What follows belongs to an exercise in optimizing a design on an open flow for small area, a short achievable clock period and few clock cycles per item; a production flow would make more cautious choices.
The RTL was checked by simulation tests, not by an equivalence proof against the original design.

==> flow/design.v <==
module lpe_mul (
    input  wire [31:0] a,
    input  wire [31:0] b,
    output wire [63:0] p
);
    function [63:0] kc(input dummy);
        integer n;
        begin
            kc = 64'd0;
            for (n = 0; n < 16; n = n + 1) kc = kc - (64'd1 << (32 + 2 * n));
        end
    endfunction
    localparam [63:0] KC = kc(1'b0);
    reg [63:0] acc;
    reg [32:0] q;
    reg [2:0]  w;
    reg        one, two, neg;
    reg [33:0] ax;
    integer i, j;
    always @(*) begin
        ax  = {{2{a[31]}}, a};
        acc = KC;
        for (i = 0; i < 16; i = i + 1) begin
            w   = {b[2*i+1], b[2*i], (i == 0) ? 1'b0 : b[2*i-1]};
            one = w[1] ^ w[0];
            two = (w == 3'b100) || (w == 3'b011);
            neg = w[2];
            for (j = 0; j < 33; j = j + 1)
                q[j] = ((one & ax[j]) | (two & ((j == 0) ? 1'b0 : ax[j-1]))) ^ neg;
            acc = acc + ({31'd0, ~q[32], q[31:0]} << (2 * i)) + ({63'd0, neg} << (2 * i));
        end
    end
    assign p = acc;
endmodule
module lpe_post (
    input  wire [63:0] p,
    input  wire [5:0]  s,
    output wire [31:0] tw,
    output wire        tr,
    output wire        ovf
);
    wire [64:0] q0 = {p, 1'b0};
    wire [64:0] q1 = s[5] ? {{32{p[63]}}, q0[64:32]} : q0;
    wire [48:0] q2 = s[4] ? q1[64:16] : q1[48:0];
    wire [40:0] q3 = s[3] ? q2[48:8]  : q2[40:0];
    wire [36:0] q4 = s[2] ? q3[40:4]  : q3[36:0];
    wire [34:0] q5 = s[1] ? q4[36:2]  : q4[34:0];
    wire [33:0] q6 = s[0] ? q5[34:1]  : q5[33:0];
    reg fits;
    integer k;
    always @(*) begin
        fits = 1'b1;
        for (k = 0; k < 31; k = k + 1)
            if ((k >= s) && (p[k + 32] != p[63])) fits = 1'b0;
    end
    wire [32:0] w     = q6[33:1];           
    wire        r     = q6[0];              
    wire        inr   = (w[32] == w[31]);   
    wire        ones  = &w[30:0];
    wire        w_max = inr && !w[31] && ones;           
    wire        w_mm1 = (w[32:31] == 2'b10) && ones;     
    wire        sgn   = fits ? w[32] : p[63];
    wire        keep  = fits && inr;
    assign tw  = keep ? w[31:0] : (sgn ? 32'h80000000 : 32'h7fffffff);
    assign tr  = keep && r && !w_max;
    assign ovf = !fits || (!inr && !(w_mm1 && r)) || (w_max && r);
endmodule
module lpe_update (
    input  wire        clk,
    input  wire        rst,
    input  wire        in_valid,
    output wire        in_ready,
    input  wire [11:0] in_tag,
    input  wire [1:0]  in_order,
    input  wire        in_cls_f,
    input  wire        in_aid,
    input  wire [5:0]  in_s0,
    input  wire [5:0]  in_s1,
    input  wire [5:0]  in_s2,
    input  wire [5:0]  in_s3,
    input  wire [31:0] in_c0,
    input  wire [31:0] in_c1,
    input  wire [31:0] in_c2,
    input  wire [31:0] in_c3,
    input  wire [31:0] in_out_min,
    input  wire [31:0] in_out_max,
    input  wire [31:0] in_lim_a,
    input  wire [31:0] in_lim_b,
    input  wire [31:0] in_xfer_lim,
    input  wire [31:0] in_x,
    input  wire [31:0] in_sp,
    input  wire [31:0] in_a,
    input  wire [31:0] in_acc1,
    input  wire [31:0] in_acc2,
    output reg         out_valid,
    input  wire        out_ready,
    output reg  [11:0] out_tag,
    output reg  [31:0] out_y,
    output reg  [31:0] out_xfer,
    output reg  [31:0] out_acc1,
    output reg  [31:0] out_acc2,
    output reg         out_sat,
    output reg         out_clamp
);
    function automatic [31:0] sat34(input [33:0] v);
        if (v[33:31] == 3'b000 || v[33:31] == 3'b111) sat34 = v[31:0];
        else sat34 = v[33] ? 32'h80000000 : 32'h7fffffff;
    endfunction
    function automatic ovf34(input [33:0] v);
        ovf34 = !(v[33:31] == 3'b000 || v[33:31] == 3'b111);
    endfunction
    reg  v0, v1, v2, sk_valid, rdy;
    wire push = v2 && !sk_valid;
    wire en2  = !v2 || !sk_valid;
    wire en1  = !v1 || en2;
    wire en0  = !v0 || en1;
    wire sk_next = sk_valid ? !out_ready : (out_valid && !out_ready && push);
    wire v0_next = en0 ? in_valid : v0;
    wire v1_next = en1 ? v0 : v1;
    wire v2_next = en2 ? v1 : v2;
    assign in_ready = rdy;
    always @(posedge clk) begin
        if (rst) begin
            v0  <= 1'b0;
            v1  <= 1'b0;
            v2  <= 1'b0;
            rdy <= 1'b1;
        end else begin
            v0  <= v0_next;
            v1  <= v1_next;
            v2  <= v2_next;
            rdy <= !v0_next || !v1_next || !v2_next || !sk_next;
        end
    end
    wire [11:0] e_lo  = {1'b0, in_x[10:0]} + {1'b0, ~in_sp[10:0]} + 12'd1;
    wire [11:0] e_md0 = {1'b0, in_x[21:11]} + {1'b0, ~in_sp[21:11]};
    wire [11:0] e_md1 = {1'b0, in_x[21:11]} + {1'b0, ~in_sp[21:11]} + 12'd1;
    wire [10:0] e_hi0 = {in_x[31], in_x[31:22]} + {~in_sp[31], ~in_sp[31:22]};
    wire [10:0] e_hi1 = {in_x[31], in_x[31:22]} + {~in_sp[31], ~in_sp[31:22]} + 11'd1;
    wire        e_ch  = e_lo[11] ? e_md1[11] : e_md0[11];
    reg [11:0] r0_tag;
    reg [1:0]  r0_order;
    reg        r0_cls, r0_aid;
    reg        r0_ecm, r0_ech, r0_eov0, r0_eov1;
    reg [10:0] r0_elo, r0_emd0, r0_emd1, r0_ehi0, r0_ehi1;
    reg [5:0]  r0_s0, r0_s1, r0_s2, r0_s3;
    reg [31:0] r0_c0, r0_c1, r0_c2, r0_c3;
    reg [31:0] r0_a;
    reg [31:0] r0_omin, r0_omax, r0_lima, r0_limb, r0_xlim, r0_acc1, r0_acc2;
    always @(posedge clk) begin
        if (en0) begin
            r0_tag   <= in_tag;
            r0_order <= in_order;
            r0_cls   <= in_cls_f;
            r0_aid   <= in_aid;
            r0_s0    <= in_s0;
            r0_s1    <= in_s1;
            r0_s2    <= in_s2;
            r0_s3    <= in_s3;
            r0_c0    <= in_c0;
            r0_c1    <= in_c1;
            r0_c2    <= in_c2;
            r0_c3    <= in_c3;
            r0_elo   <= e_lo[10:0];
            r0_ecm   <= e_lo[11];
            r0_emd0  <= e_md0[10:0];
            r0_emd1  <= e_md1[10:0];
            r0_ech   <= e_ch;
            r0_ehi0  <= e_hi0;
            r0_ehi1  <= e_hi1;
            r0_eov0  <= e_hi0[10] != e_hi0[9];
            r0_eov1  <= e_hi1[10] != e_hi1[9];
            r0_a     <= in_a;
            r0_omin  <= in_out_min;
            r0_omax  <= in_out_max;
            r0_lima  <= in_lim_a;
            r0_limb  <= in_lim_b;
            r0_xlim  <= in_xfer_lim;
            r0_acc1  <= in_acc1;
            r0_acc2  <= in_acc2;
        end
    end
    wire [10:0] a_emd  = r0_ecm ? r0_emd1 : r0_emd0;
    wire [10:0] a_ehi  = r0_ech ? r0_ehi1 : r0_ehi0;
    wire        a_eovf = r0_ech ? r0_eov1 : r0_eov0;
    wire [31:0] a_e    = a_eovf ? {a_ehi[10], {31{~a_ehi[10]}}} : {a_ehi[9:0], a_emd, r0_elo};
    wire [63:0] p0, p1, p2, p3;
    lpe_mul u_m0 (.a(a_e), .b(r0_c0), .p(p0));
    lpe_mul u_m1 (.a(a_e), .b(r0_c1), .p(p1));
    lpe_mul u_m2 (.a(a_e), .b(r0_c2), .p(p2));
    lpe_mul u_m3 (.a(r0_a), .b(r0_c3), .p(p3));
    reg [63:0] r1_p0, r1_p1, r1_p2, r1_p3;
    reg [11:0] r1_tag;
    reg        r1_use2, r1_use3, r1_cls, r1_aid, r1_eovf;
    reg [5:0]  r1_s0, r1_s1, r1_s2, r1_s3;
    reg [31:0] r1_omin, r1_omax, r1_lima, r1_limb, r1_xlim, r1_acc1, r1_acc2;
    always @(posedge clk) begin
        if (en1) begin
            r1_p0   <= p0;
            r1_p1   <= p1;
            r1_p2   <= p2;
            r1_p3   <= p3;
            r1_tag  <= r0_tag;
            r1_use2 <= (r0_order >= 2'd2);
            r1_use3 <= (r0_order == 2'd3);
            r1_cls  <= r0_cls;
            r1_aid  <= r0_aid;
            r1_eovf <= a_eovf;
            r1_s0   <= r0_s0;
            r1_s1   <= r0_s1;
            r1_s2   <= r0_s2;
            r1_s3   <= r0_s3;
            r1_omin <= r0_omin;
            r1_omax <= r0_omax;
            r1_lima <= r0_lima;
            r1_limb <= r0_limb;
            r1_xlim <= r0_xlim;
            r1_acc1 <= r0_acc1;
            r1_acc2 <= r0_acc2;
        end
    end
    wire [31:0] t0, t1, t2, t3;
    wire        tc0, tc1, tc2, tc3;
    wire        t0_ovf, t1_ovf, t2_ovf, t3_ovf;
    lpe_post u_q0 (.p(r1_p0), .s(r1_s0), .tw(t0), .tr(tc0), .ovf(t0_ovf));
    lpe_post u_q1 (.p(r1_p1), .s(r1_s1), .tw(t1), .tr(tc1), .ovf(t1_ovf));
    lpe_post u_q2 (.p(r1_p2), .s(r1_s2), .tw(t2), .tr(tc2), .ovf(t2_ovf));
    lpe_post u_q3 (.p(r1_p3), .s(r1_s3), .tw(t3), .tr(tc3), .ovf(t3_ovf));
    wire [31:0] b_acc1 = r1_acc1;
    wire [31:0] b_acc2 = r1_acc2;
    wire [31:0] t3u    = r1_aid ? t3 : 32'd0;
    wire        tc3u   = r1_aid && tc3;
    wire [33:0] y_raw  = {{2{t0[31]}}, t0} + {{2{b_acc1[31]}}, b_acc1}
                       + {{2{t3u[31]}}, t3u} + {33'd0, tc0} + {33'd0, tc3u};
    wire [33:0] a1_sum = {{2{b_acc1[31]}}, b_acc1} + {{2{t1[31]}}, t1}
                       + {{2{b_acc2[31]}}, b_acc2} + {33'd0, tc1};
    wire [33:0] a2_sum = {{2{b_acc2[31]}}, b_acc2} + {{2{t2[31]}}, t2} + {33'd0, tc2};
    wire [33:0] a1_raw = r1_use2 ? a1_sum : {{2{b_acc1[31]}}, b_acc1};
    wire [33:0] a2_raw = r1_use3 ? a2_sum : {{2{b_acc2[31]}}, b_acc2};
    wire        t_ovf  = r1_eovf || t0_ovf || (r1_aid && t3_ovf)
                      || (r1_use2 && t1_ovf) || (r1_use3 && t2_ovf);
    wire signed [31:0] b_omin = r1_omin;
    wire signed [31:0] b_omax = r1_omax;
    wire signed [31:0] b_lima = r1_lima;
    wire signed [31:0] b_limb = r1_limb;
    wire signed [31:0] b_xlim = r1_xlim;
    wire        [32:0] b_xmag = b_xlim[31] ? (33'd0 - {1'b1, b_xlim}) : {1'b0, b_xlim};
    wire signed [33:0] b_xpos = {1'b0, b_xmag};
    wire signed [33:0] b_xneg = -b_xpos;
    reg [33:0] r2_y, r2_a1, r2_a2;
    reg        r2_tovf, r2_cls;
    reg [11:0] r2_tag;
    reg [31:0] r2_omin, r2_omax, r2_lima, r2_limb;
    reg        r2_oinv, r2_linv, r2_xz;
    reg [32:0] r2_xpos;
    reg [31:0] r2_xneg;
    always @(posedge clk) begin
        if (en2) begin
            r2_y       <= y_raw;
            r2_a1      <= a1_raw;
            r2_a2      <= a2_raw;
            r2_tovf    <= t_ovf;
            r2_cls     <= r1_cls;
            r2_tag     <= r1_tag;
            r2_omin    <= r1_omin;
            r2_omax    <= r1_omax;
            r2_lima    <= r1_lima;
            r2_limb    <= r1_limb;
            r2_oinv    <= (b_omin > b_omax);
            r2_linv    <= (b_lima > b_limb);
            r2_xz      <= (b_xlim == 32'sd0);
            r2_xpos    <= b_xmag;
            r2_xneg    <= b_xneg[31:0];
        end
    end
    wire signed [31:0] omin = r2_omin;
    wire signed [31:0] omax = r2_omax;
    wire signed [31:0] imin = r2_lima;
    wire signed [31:0] imax = r2_limb;
    wire signed [31:0] y_sat = sat34(r2_y);
    wire               y_ovf = ovf34(r2_y);
    wire               y_lo  = (y_sat < omin);
    wire               y_gt  = (y_sat > omax);
    wire               y_hi  = y_lo ? r2_oinv : y_gt;
    wire signed [31:0] y     = y_hi ? omax : (y_lo ? omin : y_sat);
    wire               y_clamp = y_lo || y_gt;
    wire signed [31:0] a1_upd = sat34(r2_a1);
    wire               a1_ovf = ovf34(r2_a1);
    wire signed [31:0] a2_new = sat34(r2_a2);
    wire               a2_ovf = ovf34(r2_a2);
    wire               i_lo   = (a1_upd < imin);
    wire               i_gt   = (a1_upd > imax);
    wire               i_eq   = (a1_upd == imax);
    wire               i_hi   = i_lo ? r2_linv : i_gt;
    wire signed [31:0] a1_cl  = i_hi ? imax : (i_lo ? imin : a1_upd);
    wire signed [31:0] a1_new = r2_cls ? a1_cl : a1_upd;
    wire               i_clamp = i_lo ? (!i_hi || !i_eq) : i_hi;
    wire any_ovf = r2_tovf || y_ovf || a1_ovf || a2_ovf;
    wire sat     = !r2_cls && (any_ovf || y_clamp);
    wire clamp   = r2_cls && (y_clamp || i_clamp);
    wire signed [33:0] y_34   = {{2{y[31]}}, y};
    wire signed [33:0] xpos34 = {1'b0, r2_xpos};
    wire signed [31:0] xneg32 = r2_xneg;
    wire yc_gt  = (y_34 > xpos34);
    wire yc_lt  = (y < xneg32);
    wire [31:0] xfer = r2_xz ? y :
                       yc_gt ? r2_xpos[31:0] :
                       yc_lt ? r2_xneg : y;
    reg [11:0] sk_tag;
    reg [31:0] sk_y, sk_xfer, sk_acc1, sk_acc2;
    reg        sk_sat, sk_clamp;
    wire out_load = !out_valid || out_ready;
    always @(posedge clk) begin
        if (rst) begin
            out_valid <= 1'b0;
            sk_valid  <= 1'b0;
        end else begin
            out_valid <= (out_valid && !out_ready) || sk_valid || push;
            sk_valid  <= sk_next;
        end
    end
    always @(posedge clk) begin
        if (push) begin
            sk_tag   <= r2_tag;
            sk_y     <= y;
            sk_xfer  <= xfer;
            sk_acc1  <= a1_new;
            sk_acc2  <= a2_new;
            sk_sat   <= sat;
            sk_clamp <= clamp;
        end
        if (out_load) begin
            out_tag   <= sk_valid ? sk_tag   : r2_tag;
            out_y     <= sk_valid ? sk_y     : y;
            out_xfer  <= sk_valid ? sk_xfer  : xfer;
            out_acc1  <= sk_valid ? sk_acc1  : a1_new;
            out_acc2  <= sk_valid ? sk_acc2  : a2_new;
            out_sat   <= sk_valid ? sk_sat   : sat;
            out_clamp <= sk_valid ? sk_clamp : clamp;
        end
    end
endmodule
==> flow/run.sh <==
#!/bin/bash
# synth_recipe.tcl (not shown) runs the flow's synth.tcl, then flattens the netlist and writes it again
# the make line also repeats each setting of config.mk as NAME=value (left out here)
make -C /OpenROAD-flow-scripts/flow DESIGN_CONFIG=/design/flow/config.mk WORK_HOME=/design/flow/orfs CLKGATE_MAP_FILE= SYNTH_SCRIPT=/design/flow/synth_recipe.tcl finish
==> flow/config.mk <==
export PLATFORM = sky130hd
export DESIGN_NAME = lpe_update
export DESIGN_NICKNAME = lpe_update
export VERILOG_FILES = /design/flow/design.v
export SDC_FILE = /design/flow/constraint.sdc
export NUM_CORES = 4
export LEC_CHECK = 0
export CAP_MARGIN = 20
export CORE_MARGIN = 2
export CORE_UTILIZATION = 55
export PLACE_DENSITY = 0.72
export SLEW_MARGIN = 70
==> flow/constraint.sdc <==
create_clock -name core_clock -period 42.0 [get_ports {clk}]
set_input_delay 8.4000 -clock core_clock [delete_from_list [all_inputs] [get_ports {clk}]]
set_output_delay 8.4000 -clock core_clock [all_outputs]
set_load 0.01 [all_outputs]
==> results of run 1 <==
## routing by layer
metal / global-route usage, % / wire length (um) / share of wire (%)
met1: 48.04 / 241300 / 38
met2: 52.22 / 268800 / 43
met3: 11.31 / 86560 / 14
met4: 16.37 / 33960 / 5.4
met5: 0 / 218 / 0.035
## cell type report
| cell class | count | area, um^2 | area share (%) |
|---|---|---|---|
| Sequential cell | 1605 | 48140 | 22.83 |
| Timing Repair Buffer | 1268 | 13970 | 6.623 |
| Antenna cell | 38 | 95.09 | 0.04509 |
| Multi-Input combinational cell | 13030 | 128800 | 61.07 |
| Tap cell | 4536 | 5675 | 2.691 |
| Inverter | 2085 | 7934 | 3.762 |
| Clock inverter | 124 | 1536 | 0.7285 |
| Clock buffer | 211 | 4748 | 2.251 |
## state kept, by name, summed over array words and instances, names as in the netlist, 34 cells and up
signal / flops
r1_p2: 64
r1_p0: 64
r1_p3: 64
r2_y: 34
r2_a2: 34
r1_p1: 64
r2_a1: 34
## placed cells by master, fill, tap and decap left out, types with 52 or more instances in the layout
cell type,count
and3_1,62
a22oi_1,1879
nor2b_1,89
mux4_2,213
a211oi_1,65
a31oi_1,72
xnor2_1,2278
o31ai_1,59
mux2i_1,275
o211ai_1,77
o21ai_0,454
nor2_1,649
a21o_1,284
nand3_1,122
edfxtp_1,1599
ha_1,1401
fa_1,1751
nand2b_1,87
mux2_2,247
nor3_1,205
inv_1,2005
o21bai_1,54
o21ai_1,52
buf_6,158
buf_12,81
clkdlybuf4s50_1,634
nand4_1,94
buf_4,158
clkbuf_16,186
xor2_1,214
buf_2,68
nand2_1,555
buf_8,82
o21a_1,138
a21oi_1,734
## kinds of logic (layout without fill, tap and decap cells)
family	count (synthesis)	count (layout)
buffers and inverters	3579	3688
adders and majority gates	3170	3170
other	1	39
xor gates and xnor gates	2520	2520
AOI/OAI and AO/OA	4358	4358
and+or+nand+nor	2181	2181
DFF	1605	1605
muxes	804	804
## through the flow
stage | setup slack, ns | cell area, um^2 | instances
6_report | 30.93 | 210900 | 22900
3_3_place_gp | 30.14 | 197400 | 22250
4_1_cts | 31.02 | 209300 | 22820
3_5_place_dp | 30.11 | 203000 | 22480
2_1_floorplan | 29.63 | 187800 | 18220
5_1_grt | 30.65 | 210800 | 22870
## final timing paths
kind              startpoint          to  slack, ns  cells after the start
hold / removal    r0_omax[7]  r1_omax[7]       0.38                      0
setup / recovery    in_x[11]      r0_ech      30.93                     16
hold reg to reg   r0_omax[7]  r1_omax[7]       0.38                      0
setup reg to reg      r0_ech   r1_p1[60]      32.57                     31
==> flow_summary.yaml, run 1 <==
run_status:
  status: "no timing/DRC/antenna violations"
sta:
  min_period_ns: 11.07
  holdWs_ns: 0.3821
  setup_viol: 0
  rsz0062_at_grt: "false"
  finalCritPeriodShare_pct: 26.35
  fin_tns_setup_ns: 0
  fmax_ghz: 0.09035
  tightest_slew_ns: 0.5204
  finalHoldViolations: 0
  skew_ns: 0.08480
  slew_viol_final: 0
  max-slew-margin-rel_pct: 65.15
critical_path:
  critical-path-top-delay-family: "compound AO/OA/AOI/OAI gates"
  slowest_delay_ns: 0.46
  crit_type: "in2reg"
  slowest_stage: "clkdlybuf4s50_1"
  end_kind: "flip-flop"
  cp_num_buf_inv: 2
  start_kind: "input pin"
  cp_cell_sequence: "clkdlybuf4s50_1 -> ha_1 -> inv_1 -> fa_1 -> nor2b_1 -> o21ai_0 -> a21boi_0 -> o21ai_0 -> a21boi_0 -> o21ai_0 -> a21boi_0 -> o21a_1 -> nor2_1 -> xnor2_1 -> o2111ai_1 -> xor2_1"
  cp_data_arrival_time_ns: 11.67
  cp_max_fo: 3
  cp.required_ns: 42.61
detailed_routing:
  drt_first_pass_iters: 8
  drc: 0
  antenna_left: 0
  vias: 149600
  drt-total-wl_um: 630800
  routedWlPerCell_um: 27.55
  drt_iter0_drc: 19860
  via_per_inst: 6.532
synthesis:
  synth_edf_count: 1599
  syn-num-nets: 21880
  ys_top_cells_by_count: "2300 x xnor2_1, 2023 x inv_1, 1880 x a22oi_1, 1751 x fa_1, 1599 x edfxtp_1"
  synth_xor_area_share_pct: 11.75
  yosys.area.top_type_share_pct: 25.56
  syn-instance-count: 18220
  synth_top_area_cell: "edfxtp_1"
  netlist_area_mm2: 0.1878
  synth-seq-cells: 1605
  synth_top_family_by_area: "adder cells"
  ys_seq_area_share_pct: 25.63
  synth.avg_cell_area_um2: 10.31
  synth_warnings: 3
  synth.area.mux_share_pct: 5.922
  synthFlopType: "edfxtp_1"
  synth_area_leaders: "edfxtp_1 26%, fa_1 19%, xnor2_1 11%"
  synthSimpleGateAreaFrac_pct: 5.479
  synth_adder_area_share_pct: 28.11
  async_flop_share_pct: 0
  synth_cell_types: 92
  yosysMostFrequentCell: "xnor2_1"
  synth_compound_area_share_pct: 15.86
floorplan:
  die-area_mm2: 0.3462
  fp.dieH_um: 588.4
  fp.dieW_um: 588.4
  initial_core_util_pct: 55.28
  coreArea_mm2: 0.3398
  rows: 214
  io_pins: 636
clock_tree:
  clock_path_buffers: 4
  cts_buffers: 183
  path_clk_slew_ns: 0.06
  clockRootBuffer: "clkbuf_16"
  cts_tree: "built"
  htreeDepth: 4
  clk_latency_ns: 0.93
  cts_setup_buffers: 0
  clock_sinks: 1605
  cts.hold.buffers_added: 0
  cts_resized: 0
finish:
  final_core_util_pct: 62.07
  area_delta_synth_final_pct: 12.29
  nets: 21840
  n_fill_cell: 27160
  drive_gt1_share_pct: 9.849
global_route:
  track_usage_pct: 35.60
  grt_pass1_vias: 147500
  antenna_found_initial: 55
  grt_pass1_wl_um: 938800
  grt_max_degree: 70
  grt.overflow.total: 0
placed_design:
  place_congestion: 0.9888
  hpwlAfterDp_um: 454100
  io_buffers: 635
min_path:
  hold_path_class: "reg2reg"
flow_run:
  maxCapViolCount: 0
Testbench counts, summed over its fixed seeds: cycles 12,032, items 12,000.
==> run 2, diff against run 1 <==
--- a/flow/design.v
+++ b/flow/design.v
@@ -132,17 +132,21 @@
             rdy <= !v0_next || !v1_next || !v2_next || !sk_next;
         end
     end
-    wire [11:0] e_lo  = {1'b0, in_x[10:0]} + {1'b0, ~in_sp[10:0]} + 12'd1;
-    wire [11:0] e_md0 = {1'b0, in_x[21:11]} + {1'b0, ~in_sp[21:11]};
-    wire [11:0] e_md1 = {1'b0, in_x[21:11]} + {1'b0, ~in_sp[21:11]} + 12'd1;
-    wire [10:0] e_hi0 = {in_x[31], in_x[31:22]} + {~in_sp[31], ~in_sp[31:22]};
-    wire [10:0] e_hi1 = {in_x[31], in_x[31:22]} + {~in_sp[31], ~in_sp[31:22]} + 11'd1;
-    wire        e_ch  = e_lo[11] ? e_md1[11] : e_md0[11];
+    wire [8:0] e_lo  = {1'b0, in_x[7:0]} + {1'b0, ~in_sp[7:0]} + 9'd1;
+    wire [8:0] e_s10 = {1'b0, in_x[15:8]} + {1'b0, ~in_sp[15:8]};
+    wire [8:0] e_s11 = {1'b0, in_x[15:8]} + {1'b0, ~in_sp[15:8]} + 9'd1;
+    wire [8:0] e_s20 = {1'b0, in_x[23:16]} + {1'b0, ~in_sp[23:16]};
+    wire [8:0] e_s21 = {1'b0, in_x[23:16]} + {1'b0, ~in_sp[23:16]} + 9'd1;
+    wire [8:0] e_hi0 = {in_x[31], in_x[31:24]} + {~in_sp[31], ~in_sp[31:24]};
+    wire [8:0] e_hi1 = {in_x[31], in_x[31:24]} + {~in_sp[31], ~in_sp[31:24]} + 9'd1;
+    wire       e_c16 = e_lo[8] ? e_s11[8] : e_s10[8];
+    wire       e_c24 = e_c16 ? e_s21[8] : e_s20[8];
     reg [11:0] r0_tag;
     reg [1:0]  r0_order;
     reg        r0_cls, r0_aid;
-    reg        r0_ecm, r0_ech, r0_eov0, r0_eov1;
-    reg [10:0] r0_elo, r0_emd0, r0_emd1, r0_ehi0, r0_ehi1;
+    reg        r0_ec8, r0_ec16, r0_ec24, r0_eov0, r0_eov1;
+    reg [7:0]  r0_elo, r0_es10, r0_es11, r0_es20, r0_es21;
+    reg [8:0]  r0_ehi0, r0_ehi1;
     reg [5:0]  r0_s0, r0_s1, r0_s2, r0_s3;
     reg [31:0] r0_c0, r0_c1, r0_c2, r0_c3;
     reg [31:0] r0_a;
@@ -161,15 +165,18 @@
             r0_c1    <= in_c1;
             r0_c2    <= in_c2;
             r0_c3    <= in_c3;
-            r0_elo   <= e_lo[10:0];
-            r0_ecm   <= e_lo[11];
-            r0_emd0  <= e_md0[10:0];
-            r0_emd1  <= e_md1[10:0];
-            r0_ech   <= e_ch;
+            r0_elo   <= e_lo[7:0];
+            r0_ec8   <= e_lo[8];
+            r0_es10  <= e_s10[7:0];
+            r0_es11  <= e_s11[7:0];
+            r0_ec16  <= e_c16;
+            r0_es20  <= e_s20[7:0];
+            r0_es21  <= e_s21[7:0];
+            r0_ec24  <= e_c24;
             r0_ehi0  <= e_hi0;
             r0_ehi1  <= e_hi1;
-            r0_eov0  <= e_hi0[10] != e_hi0[9];
-            r0_eov1  <= e_hi1[10] != e_hi1[9];
+            r0_eov0  <= e_hi0[8] != e_hi0[7];
+            r0_eov1  <= e_hi1[8] != e_hi1[7];
             r0_a     <= in_a;
             r0_omin  <= in_out_min;
             r0_omax  <= in_out_max;
@@ -180,10 +187,11 @@
             r0_acc2  <= in_acc2;
         end
     end
-    wire [10:0] a_emd  = r0_ecm ? r0_emd1 : r0_emd0;
-    wire [10:0] a_ehi  = r0_ech ? r0_ehi1 : r0_ehi0;
-    wire        a_eovf = r0_ech ? r0_eov1 : r0_eov0;
-    wire [31:0] a_e    = a_eovf ? {a_ehi[10], {31{~a_ehi[10]}}} : {a_ehi[9:0], a_emd, r0_elo};
+    wire [7:0]  a_es1  = r0_ec8  ? r0_es11 : r0_es10;
+    wire [7:0]  a_es2  = r0_ec16 ? r0_es21 : r0_es20;
+    wire [8:0]  a_ehi  = r0_ec24 ? r0_ehi1 : r0_ehi0;
+    wire        a_eovf = r0_ec24 ? r0_eov1 : r0_eov0;
+    wire [31:0] a_e    = a_eovf ? {a_ehi[8], {31{~a_ehi[8]}}} : {a_ehi[7:0], a_es2, a_es1, r0_elo};
     wire [63:0] p0, p1, p2, p3;
     lpe_mul u_m0 (.a(a_e), .b(r0_c0), .p(p0));
     lpe_mul u_m1 (.a(a_e), .b(r0_c1), .p(p1));
==> flow_summary.yaml, run 2 <==
sta:
  fin_ws_ns: 31.30
  max-slew-margin-rel_pct: 64.89
  setup_viol: 0
  fin_tns_setup_ns: 0
  min_period_ns: 10.70
  finalCritPeriodShare_pct: 25.48
  fmax_ghz: 0.09344
  skew_ns: 0.1225
  finalHoldViolations: 0
  tightest_slew_ns: 0.5266
  holdWs_ns: 0.3819
  slew_viol_final: 0
  rsz0062_at_grt: "false"
global_route:
  grt_max_degree: 72
  grt.overflow.total: 0
  antenna_found_initial: 60
  grt_pass1_vias: 147200
  grt_pass1_wl_um: 935800
  track_usage_pct: 35.74
synthesis:
  yosysMostFrequentCell: "xnor2_1"
  async_flop_share_pct: 0
  ys_seq_area_share_pct: 25.81
  synth_cell_types: 99
  synth_top_area_cell: "edfxtp_1"
  synth.avg_cell_area_um2: 10.36
  ys_top_cells_by_count: "2296 x xnor2_1, 2070 x inv_1, 1875 x a22oi_1, 1752 x fa_1, 1603 x edfxtp_1"
  yosys.area.top_type_share_pct: 25.75
  synth_warnings: 3
  synth-seq-cells: 1609
  syn-num-nets: 21710
  synthFlopType: "edfxtp_1"
  netlist_area_mm2: 0.1870
  syn-instance-count: 18050
  synth_edf_count: 1603
  synth_area_leaders: "edfxtp_1 26%, fa_1 19%, xnor2_1 11%"
placed_design:
  pre_cts_ws_ns: 30.46
  dp.cells: 22270
  place_congestion: 1.001
  io_buffers: 635
  hpwlAfterDp_um: 450400
clock_tree:
  cts.hold.buffers_added: 0
  clockRootBuffer: "clkbuf_16"
  cts_resized: 0
  cts_setup_buffers: 0
  htreeDepth: 4
  cts_buffers: 185
  cts_tree: "built"
  path_clk_slew_ns: 0.06
  clk_latency_ns: 0.95
  clock_sinks: 1609
  clock_path_buffers: 4
floorplan:
  die-area_mm2: 0.3446
  rows: 214
  coreArea_mm2: 0.3390
  fp.dieH_um: 587.1
  fp.dieW_um: 587.1
  io_pins: 636
  initial_core_util_pct: 55.16
critical_path:
  start_kind: "input pin"
  crit_type: "in2reg"
  cp.required_ns: 42.62
  cp_max_fo: 3
  cp_data_arrival_time_ns: 11.32
  end_kind: "flip-flop"
detailed_routing:
  via_per_inst: 6.485
  drt_iter0_drc: 19080
  antenna_left: 0
  drt_first_pass_iters: 8
  vias: 147100
  drt-total-wl_um: 629200
  routedWlPerCell_um: 27.74
  drc: 0
finish:
  nets: 21620
  layout_commonest_cell: "xnor2_1"
  final_cell_mix: "2283 x xnor2_1, 2059 x inv_1, 1874 x a22oi_1"
  area_delta_synth_final_pct: 12.35
  drive_gt1_share_pct: 10.12
  layoutNonFillerInstCount: 22680
min_path:
  hold_path_class: "reg2reg"
flow_run:
  maxCapViolCount: 0
run_status:
  status: "no timing/DRC/antenna violations"
==> run 2: final timing paths <==
kind                 start  slack [ns]  depth (start not counted)   endpoint
setup reg to reg   r0_ec24       32.29                         34  r1_p1[52]
hold / removal    r0_s2[0]        0.38                          0   r1_s2[0]
hold reg to reg   r0_s2[0]        0.38                          0   r1_s2[0]
setup / recovery  in_sp[9]       31.30                         14    r0_ec24
==> run 2: worst max-delay path, stage by stage <==
cell and delay [ns]:
clkdlybuf4s50_1 0.51, inv_1 0.06, ha_1 0.26, a21o_1 0.15, a21oi_1 0.27, o21bai_1 0.11, a21oi_1 0.24, xnor2_1 0.20
inv_1 0.11, nor3_1 0.33, nand4_1 0.15, xor2_1 0.21, nand4_1 0.13, xor2_1 0.16
==> run 2: cells by family (layout without fill, tap and decap cells) <==
group / Yosys count / in the layout / synth area share [%]
xor gates and xnor gates: 2490 / 2490 / 11.66
muxes: 860 / 860 / 6.363
DFF: 1609 / 1609 / 25.81
AOI/OAI and AO/OA: 4305 / 4305 / 15.64
adders and majority gates: 3172 / 3172 / 28.26
other: 1 / 36 / 0.002006
and+or+nand+nor: 1983 / 1983 / 4.884
buffers and inverters: 3632 / 3690 / 7.383
==> run 2: through the flow <==
| stage | cell area [um^2] | utilization, % |
|---|---|---|
| final | 210100 | 61.97 |
| after global routing | 210000 | 61.95 |
| after CTS | 208800 | 61.60 |
| after detailed placement | 202600 | 59.76 |
| after global placement | 196300 | 57.91 |
| after floorplan | 187000 | - |
==> run 2: cell type report <==
| class | count | area (um^2) |
|---|---|---|
| flip-flops and latches | 1609 | 48260 |
| multi-input cells | 12810 | 127700 |
| repair buffers | 1219 | 13940 |
| diodes | 35 | 87.58 |
| inverters | 2129 | 8134 |
| fillers | 27370 | 128900 |
| clock inverters | 135 | 1510 |
| clock buffers | 207 | 4733 |
| well taps | 4536 | 5675 |
==> run 2: routing by layer <==
| layer | up-vias | GRT usage, % | wire length, um | share of wire (%) |
|---|---|---|---|---|
| met5 | - | 0 | 292 | 0.046 |
| met4 | 42 | 17.28 | 37510 | 6.0 |
| met1 | 71580 | 47.12 | 234400 | 37 |
| li1 | 62810 | - | - | - |
| met3 | 2176 | 11.51 | 87910 | 14 |
| met2 | 10480 | 53.17 | 269100 | 43 |
Testbench counts of run 2, summed over its fixed seeds: cycles 12,032, items 12,000.
==> run 3, diff against run 2 <==
--- a/flow/config.mk
+++ b/flow/config.mk
@@ -9,4 +9,4 @@
 export CORE_MARGIN = 2
 export CORE_UTILIZATION = 55
 export PLACE_DENSITY = 0.72
-export SLEW_MARGIN = 70
+export SLEW_MARGIN = 60
==> flow_summary.yaml, run 3 <==
sta:
  finalHoldViolations: 0
  skew_ns: 0.09154
  min_period_ns: 10.67
  fmax_ghz: 0.09374
  fin_tns_setup_ns: 0
  slew_viol_final: 0
  setup_viol: 0
  finalCritPeriodShare_pct: 25.40
  tightest_slew_ns: 0.6683
  rsz0062_at_grt: "false"
  fin_ws_ns: 31.33
  max-slew-margin-rel_pct: 54.98
min_path:
  hold_path_class: "reg2reg"
  min_to: "r1_acc2[30]"
  min_path_cells: 0
  hp-start: "r0_acc2[30]"
detailed_routing:
  vias: 146000
  antenna_left: 0
  drt-total-wl_um: 624700
  routedWlPerCell_um: 27.77
  drt_iter0_drc: 19060
  drt_first_pass_iters: 8
  drc: 0
  via_per_inst: 6.491
finish:
  final_cell_mix: "2295 x xnor2_1, 2063 x inv_1, 1875 x a22oi_1"
  n_fill_cell: 27910
  stdcell_area_mm2: 0.2050
  layoutNonFillerInstCount: 22500
  drive_gt1_share_pct: 8.285
  nets: 21450
  area_delta_synth_final_pct: 9.649
  layout_commonest_cell: "xnor2_1"
synthesis:
  synth_warnings: 3
  yosysMostFrequentCell: "xnor2_1"
  ys_seq_area_share_pct: 25.81
  async_flop_share_pct: 0
  syn-num-nets: 21710
  yosys.area.top_type_share_pct: 25.75
  synth.avg_cell_area_um2: 10.36
  netlist_area_mm2: 0.1870
  synth_edf_count: 1603
  synth_top_area_cell: "edfxtp_1"
  ys_top_cells_by_count: "2296 x xnor2_1, 2070 x inv_1, 1875 x a22oi_1, 1752 x fa_1, 1603 x edfxtp_1"
  syn-instance-count: 18050
  synth_cell_types: 99
  synth-seq-cells: 1609
  synth_area_leaders: "edfxtp_1 26%, fa_1 19%, xnor2_1 11%"
  synthFlopType: "edfxtp_1"
clock_tree:
  cts.hold.buffers_added: 0
  cts_buffers: 182
  cts_tree: "built"
  clock_path_buffers: 4
  cts_setup_buffers: 0
  path_clk_slew_ns: 0.06
  clockRootBuffer: "clkbuf_16"
  clk_latency_ns: 0.93
  clock_sinks: 1609
  htreeDepth: 4
  cts_resized: 0
floorplan:
  fp.dieW_um: 587.1
  fp.dieH_um: 587.1
  initial_core_util_pct: 55.16
  io_pins: 636
  die-area_mm2: 0.3446
  rows: 214
  coreArea_mm2: 0.3390
critical_path:
  rr_worst_depth: 28
  crit_type: "in2reg"
  start_kind: "input pin"
  r2r_end: "r1_p1[61]"
  cp.required_ns: 42.62
  r2r-start: "r0_ec24"
  end_kind: "flip-flop"
  r2r_setup_slack_ns: 32.03
  cp_data_arrival_time_ns: 11.28
  cp_max_fo: 3
placed_design:
  dp.cells: 22130
  pre_cts_ws_ns: 30.42
  place_congestion: 1.001
  hpwlAfterDp_um: 438600
  io_buffers: 635
  dpl-instance-area_mm2: 0.1984
global_route:
  antenna_found_initial: 53
  grt_pass1_vias: 145900
  grt_max_degree: 86
  grt_pass1_wl_um: 928800
  grt.overflow.total: 0
  track_usage_pct: 35.45
run_status:
  status: "no timing/DRC/antenna violations"
flow_run:
  maxCapViolCount: 0
[run 3: cell families after synthesis]
logic type,share of synthesized area (%)
AOI/OAI and AO/OA,15.64
DFF,25.81
and+or+nand+nor,4.884
buffers and inverters,7.383
adders and majority gates,28.26
xor gates and xnor gates,11.66
other,0.002006
muxes,6.363
[run 3: routing by layer]
layer	GRT usage (%)	up-vias	wire [um]
met5	0.3322	-	407
met4	16.81	40	35370
met3	11.28	2045	85870
met2	52.92	10260	268200
met1	46.77	71210	234900
li1	-	62490	-
[run 3: how the worst max path moves through the flow]
stage	slack (ns)	end	from
after floorplan	29.63	out_acc1[0]	out_ready
after global placement	30.40	r0_ec24	in_sp[2]
after detailed placement	30.42	r0_ec24	in_sp[9]
after CTS	31.35	r0_ec24	in_sp[9]
after global routing	31.01	r0_ec24	in_sp[9]
final	31.33	r0_ec24	in_sp[9]
[run 3: cell type report]
type / instances / area [um^2] / area share, %
Antenna cell: 28 / 70.07 / 0.03418
Clock buffer: 213 / 4692 / 2.289
Clock inverter: 117 / 1313 / 0.6402
Inverter: 2129 / 8066 / 3.935
Multi-Input combinational cell: 12810 / 126300 / 61.60
Sequential cell: 1609 / 48260 / 23.54
Tap cell: 4536 / 5675 / 2.768
Timing Repair Buffer: 1058 / 10650 / 5.192
[run 3: worst max-delay path, cell delays in order]
cell and delay (ns):
clkdlybuf4s50_1 0.52, inv_1 0.06, ha_1 0.26, a21o_1 0.16
a21oi_1 0.22, o21bai_1 0.10, a21oi_1 0.24, xnor2_1 0.21
inv_1 0.11, nor3_1 0.35, nand4_1 0.16, xor2_1 0.19
nand4_1 0.13, xor2_1 0.18
[run 3: per-stage QoR]
stage / hold slack [ns] / utilization (%)
after detailed placement: 0.4045 / 58.52
after floorplan: 0.4003 / -
final: 0.3823 / 60.48
after global routing: 0.3903 / 60.46
after global placement: 0.4003 / 57.91
after CTS: 0.3849 / 60.29
==> run 4, diff against run 3 <==
--- a/flow/config.mk
+++ b/flow/config.mk
@@ -9,4 +9,4 @@
 export CORE_MARGIN = 2
 export CORE_UTILIZATION = 55
 export PLACE_DENSITY = 0.72
-export SLEW_MARGIN = 60
+export SLEW_MARGIN = 55
==> flow_summary.yaml, run 4 <==
run_status:
  status: "no timing/DRC/antenna violations"
sta:
  fmax_ghz: 0.09378
  setup_viol: 0
  rsz0062_at_grt: "false"
  min_period_ns: 10.66
  skew_ns: 0.07688
  holdWs_ns: 0.3975
  finalHoldViolations: 0
  max-slew-margin-rel_pct: 51.15
  fin_tns_setup_ns: 0
  tightest_slew_ns: 0.7251
  slew_viol_final: 0
  finalCritPeriodShare_pct: 25.39
synthesis:
  netlist_area_mm2: 0.1870
  synth.avg_cell_area_um2: 10.36
  ys_top_cells_by_count: "2296 x xnor2_1, 2070 x inv_1, 1875 x a22oi_1, 1752 x fa_1, 1603 x edfxtp_1"
  synthFlopType: "edfxtp_1"
  synth_area_leaders: "edfxtp_1 26%, fa_1 19%, xnor2_1 11%"
  synth_warnings: 3
  synth_cell_types: 99
  synth-seq-cells: 1609
  syn-num-nets: 21710
  synth_top_area_cell: "edfxtp_1"
  syn-instance-count: 18050
  async_flop_share_pct: 0
  synth_edf_count: 1603
  yosysMostFrequentCell: "xnor2_1"
  ys_seq_area_share_pct: 25.81
  yosys.area.top_type_share_pct: 25.75
detailed_routing:
  drt-total-wl_um: 624700
  drc: 0
  vias: 146100
  antenna_left: 0
  drt_iter0_drc: 18590
  routedWlPerCell_um: 27.79
  drt_first_pass_iters: 11
  via_per_inst: 6.500
floorplan:
  die-area_mm2: 0.3446
  initial_core_util_pct: 55.16
  rows: 214
  fp.dieW_um: 587.1
  io_pins: 636
  fp.dieH_um: 587.1
  coreArea_mm2: 0.3390
critical_path:
  cp_cell_sequence: "clkdlybuf4s50_1 -> inv_1 -> ha_1 -> nor2b_1 -> o21ai_0 -> nand2b_1 -> a21oi_1 -> nor2b_1 -> o21ai_0 -> nand2b_1 -> a21o_1 -> nand4_1 -> xor2_1 -> nand4_1 -> xor2_1"
  cp_max_fo: 3
  r2r-start: "r0_ec24"
  r2r_setup_slack_ns: 32.02
  crit_type: "in2reg"
  cp.required_ns: 42.64
  rr_worst_depth: 29
  start_kind: "input pin"
  slowest_stage: "a21oi_1"
  cp_data_arrival_time_ns: 11.30
  r2r_end: "r1_p2[63]"
  cp_num_buf_inv: 2
  slowest_delay_ns: 0.52
  critical-path-top-delay-family: "compound AO/OA/AOI/OAI gates"
  end_kind: "flip-flop"
placed_design:
  place_congestion: 1.001
  io_buffers: 635
  hpwlAfterDp_um: 437300
  dpl-instance-area_mm2: 0.1978
  dp.cells: 22110
finish:
  drive_gt1_share_pct: 7.998
  layoutNonFillerInstCount: 22480
  layout_commonest_cell: "xnor2_1"
  multi_input_area_mm2: 0.1260
  n_fill_cell: 28010
  stdcell_area_mm2: 0.2043
  final_cell_mix: "2296 x xnor2_1, 2065 x inv_1, 1875 x a22oi_1"
  seqCellArea_mm2: 0.04826
  area_delta_synth_final_pct: 9.264
  nets: 21430
clock_tree:
  path_clk_slew_ns: 0.06
  htreeDepth: 4
  cts_buffers: 184
  clock_sinks: 1609
  clockRootBuffer: "clkbuf_16"
  clk_latency_ns: 0.92
  cts_setup_buffers: 0
  cts_resized: 0
  cts.hold.buffers_added: 0
  clock_path_buffers: 4
  cts_tree: "built"
global_route:
  grt_use_met1_pct: 46.82
  grt_pass1_vias: 145500
  antenna_found_initial: 62
  grt.busiest_layer: "met2"
  grt_pass1_wl_um: 928600
  grt_max_degree: 95
  met2_usage_pct: 52.82
  track_usage_pct: 35.45
  grt.overflow.total: 0
  grtUsageMet3_pct: 11.48
min_path:
  min_path_cells: 0
  hp-start: "r0_acc1[3]"
  min_to: "r1_acc1[3]"
  hold_path_class: "reg2reg"
flow_run:
  maxCapViolCount: 0
[run 4: cell types whose count changed in the layout (fill, tap and decap cells not counted), moves of 5 or more]
cell        change
a2111oi_2       -5
buf_16          -8
buf_4           +7
buf_8          -17
clkbuf_1        -6
clkinv_2        -6
clkinvlp_4     +11
o21ai_0        +13
o21ai_4         -6
o31ai_1         +9
o31ai_2         -9
[run 4: through the flow]
step,utilization (%),worst slack (ns)
after floorplan,-,29.63
after global placement,57.91,30.40
after detailed placement,58.34,30.41
after CTS,60.11,31.37
after global routing,60.25,31.03
final,60.27,31.34
[run 4: cells by family (layout without fill, tap and decap cells)]
family	after synthesis	in the layout	share of synthesized area, %
AO/OA/AOI/OAI	4305	4305	15.64
buffers and inverters	3632	3496	7.383
adder cells (fa/ha/maj)	3172	3172	28.26
XOR/XNOR	2490	2490	11.66
AND/OR/NAND/NOR	1983	1983	4.884
flip-flops	1609	1609	25.81
multiplexers	860	860	6.363
other	1	30	0.002006
[run 4: worst max-delay path by stage]
stage	start	end	slack, ns	depth (start not counted)
global route	in_x[0]	r0_ec24	31.03	16
CTS	in_sp[2]	r0_ec24	31.37	15
detailed placement	in_sp[2]	r0_ec24	30.41	15
global placement	in_sp[2]	r0_ec24	30.40	15
floorplan	out_ready	out_acc1[0]	29.63	1
finish	in_sp[2]	r0_ec24	31.34	15
[run 4: area by class of cell]
| class | count | area share, % |
|---|---|---|
| Timing Repair Buffer | 1037 | 4.987 |
| Clock buffer | 211 | 2.335 |
| Clock inverter | 119 | 0.6076 |
| Multi-Input combinational cell | 12810 | 61.69 |
| Inverter | 2129 | 3.944 |
| Sequential cell | 1609 | 23.62 |
| Antenna cell | 29 | 0.03552 |
| Tap cell | 4536 | 2.778 |
[run 4: metal layers]
layer	part of all wire [%]	wire length, um	vias up
met1	38	234400	71270
li1	-	-	62430
met4	5.8	36460	46
met2	43	267200	10240
met5	0.051	317	-
met3	14	86330	2146
==> run 5, diff against run 4 <==
--- a/flow/config.mk
+++ b/flow/config.mk
@@ -7,6 +7,6 @@
 export LEC_CHECK = 0
 export CAP_MARGIN = 20
 export CORE_MARGIN = 2
-export CORE_UTILIZATION = 55
-export PLACE_DENSITY = 0.72
-export SLEW_MARGIN = 55
+export CORE_UTILIZATION = 65
+export PLACE_DENSITY = 0.8
+export SLEW_MARGIN = 70
==> flow_summary.yaml, run 5 <==
synthesis:
  synth_top_area_cell: "edfxtp_1"
  syn-num-nets: 21710
  synth_area_leaders: "edfxtp_1 26%, fa_1 19%, xnor2_1 11%"
  synth_warnings: 3
  synthFlopType: "edfxtp_1"
  yosysMostFrequentCell: "xnor2_1"
  ys_top_cells_by_count: "2296 x xnor2_1, 2070 x inv_1, 1875 x a22oi_1, 1752 x fa_1, 1603 x edfxtp_1"
  yosys.area.top_type_share_pct: 25.75
  synth_cell_types: 99
  synth.avg_cell_area_um2: 10.36
  netlist_area_mm2: 0.1870
  synth-seq-cells: 1609
  syn-instance-count: 18050
  ys_seq_area_share_pct: 25.81
  synth_edf_count: 1603
  async_flop_share_pct: 0
clock_tree:
  path_clk_slew_ns: 0.07
  clk_latency_ns: 0.90
  htreeDepth: 4
  cts_tree: "built"
  clock_path_buffers: 4
  cts_setup_buffers: 0
  cts_resized: 0
  cts_buffers: 179
  clock_sinks: 1609
  clockRootBuffer: "clkbuf_16"
  cts.hold.buffers_added: 0
floorplan:
  initial_core_util_pct: 65.44
  rows: 196
  die-area_mm2: 0.2920
  fp.dieW_um: 540.3
  coreArea_mm2: 0.2857
  io_pins: 636
  fp.dieH_um: 540.3
sta:
  finalCritPeriodShare_pct: 25.56
  skew_ns: 0.07090
  min_period_ns: 10.73
  finalHoldViolations: 0
  fmax_ghz: 0.09317
  max-slew-margin-rel_pct: 66.40
  tightest_slew_ns: 0.5040
  setup_viol: 0
  fin_tns_setup_ns: 0
  slew_viol_final: 0
  rsz0062_at_grt: "false"
detailed_routing:
  drt_first_pass_iters: 9
  antenna_left: 0
  drt-total-wl_um: 627300
  vias: 150700
  via_per_inst: 6.896
  drc: 0
  wl_met1_um: 220800
  drt_iter0_drc: 22380
  wl_met2_um: 267500
  routedWlPerCell_um: 28.70
  highest_layer: "met5"
  dr_wl_met3_um: 95230
critical_path:
  cp.required_ns: 42.61
  cp_max_fo: 3
  cp_data_arrival_time_ns: 11.34
  end_kind: "flip-flop"
  start_kind: "input pin"
  crit_type: "in2reg"
placed_design:
  io_buffers: 635
  place_congestion: 1.018
  dpl-instance-area_mm2: 0.2008
  hpwlAfterDp_um: 442400
global_route:
  track_usage_pct: 42.00
  grt_max_degree: 68
  antenna_found_initial: 41
  grt.overflow.total: 0
  grt_pass1_vias: 150100
  grt_pass1_wl_um: 930300
finish:
  stdcell_area_mm2: 0.2083
  layout_commonest_cell: "xnor2_1"
  final_core_util_pct: 72.90
  nets: 21580
  area_delta_synth_final_pct: 11.40
  drive_gt1_share_pct: 9.825
  final_cell_mix: "2277 x xnor2_1, 2060 x inv_1, 1875 x a22oi_1"
min_path:
  hold_path_class: "reg2reg"
run_status:
  status: "no timing/DRC/antenna violations"
flow_run:
  maxCapViolCount: 0
[run 5: cell counts after synthesis]
No cell type changed its count.
[run 5: path summary, 6_finish.rpt]
path,startpoint,to,slack [ns],cells past startpoint
worst max-delay path,in_x[8],r0_ec24,31.27,14
worst min-delay path,r0_s3[0],r1_s3[0],0.38,0
worst max register to register,r0_ec24,r1_p2[62],31.99,31
worst min register to register,r0_s3[0],r1_s3[0],0.38,0
[run 5: logic make-up after synthesis]
family                     share of synthesized area [%]
buffers and inverters                              7.383
xor gates and xnor gates                           11.66
other                                           0.002006
and+or+nand+nor                                    4.884
muxes                                              6.363
adders and majority gates                          28.26
DFF                                                25.81
AOI/OAI and AO/OA                                  15.64
[run 5: layout make-up]
| cell class | instances | area (um^2) |
|---|---|---|
| sequential | 1609 | 48260 |
| clock buffer | 205 | 4598 |
| tap | 3762 | 4707 |
| inverter | 2129 | 8147 |
| multi-input combinational | 12810 | 127700 |
| clock inverter | 124 | 1404 |
| fill | 19760 | 77420 |
| antenna | 31 | 77.57 |
| timing repair buffer | 1188 | 13370 |
[run 5: stage by stage]
stage | instances | setup slack [ns] | hold WS [ns]
finish | 21860 | 31.27 | 0.3812
floorplan | 18050 | 29.63 | 0.4003
global route | 21840 | 31.11 | 0.3994
CTS | 21790 | 31.36 | 0.3805
global placement | 21280 | 30.52 | 0.4004
detailed placement | 21460 | 30.49 | 0.4045
[run 5: routing by layer]
layer  up-vias  GRT usage [%]
met3      2949          15.42
li1      62690              -
met1     72750          53.49
met5         -         0.7726
met4        33          22.99
met2     12310          62.13
[run 5: worst max-delay path, cell delays in order]
cell	delay (ns)
clkdlybuf4s50_1	0.47
ha_1	0.17
inv_1	0.05
fa_1	0.42
inv_1	0.08
a21oi_1	0.06
o21bai_1	0.22
xor2_1	0.28
nand2_1	0.12
nor3_1	0.35
nand4_1	0.18
xor2_1	0.22
nand4_1	0.14
xor2_1	0.18

==> what the ideal ports hide <==
Ports are ideal in the flow. The routed layouts listed here were re-timed in OpenROAD. Step 1, drivers: a clkbuf_16 drives clk and a buf_2 each remaining input, both assumed. Step 2 adds t to the input delays and takes it off the output delays; t is the mean of the earliest and latest rising clock arrival at the registers after step 1. Input paths then give back, and output paths get back, about the clock's delay inside the block. Three values: no drivers, after step 1, after step 2; two values: the first two.
| run | t, ns | setup WS [ns] | latest minus earliest clock arrival (ns) | worst register clock-pin slew, ns |
|---|---|---|---|---|
| run 1 | 1.002 | 30.932 / 31.017 / 30.015 | 0.087 / 0.088 | 0.08 / 0.08 |
| run 2 | 1.001 | 31.298 / 31.387 / 30.386 | 0.126 / 0.126 | 0.09 / 0.09 |
| run 3 | 0.992 | 31.332 / 31.423 / 30.431 | 0.091 / 0.092 | 0.07 / 0.07 |
| run 4 | 0.991 | 31.337 / 31.423 / 30.432 | 0.084 / 0.084 | 0.07 / 0.07 |
| run 5 | 0.978 | 31.267 / 31.345 / 30.367 | 0.096 / 0.095 | 0.09 / 0.09 |
After both steps every run listed still meets setup and hold. The setup slack of run 1, which loses most, moves by +0.085 ns with the drivers and by -0.917 ns with both steps.
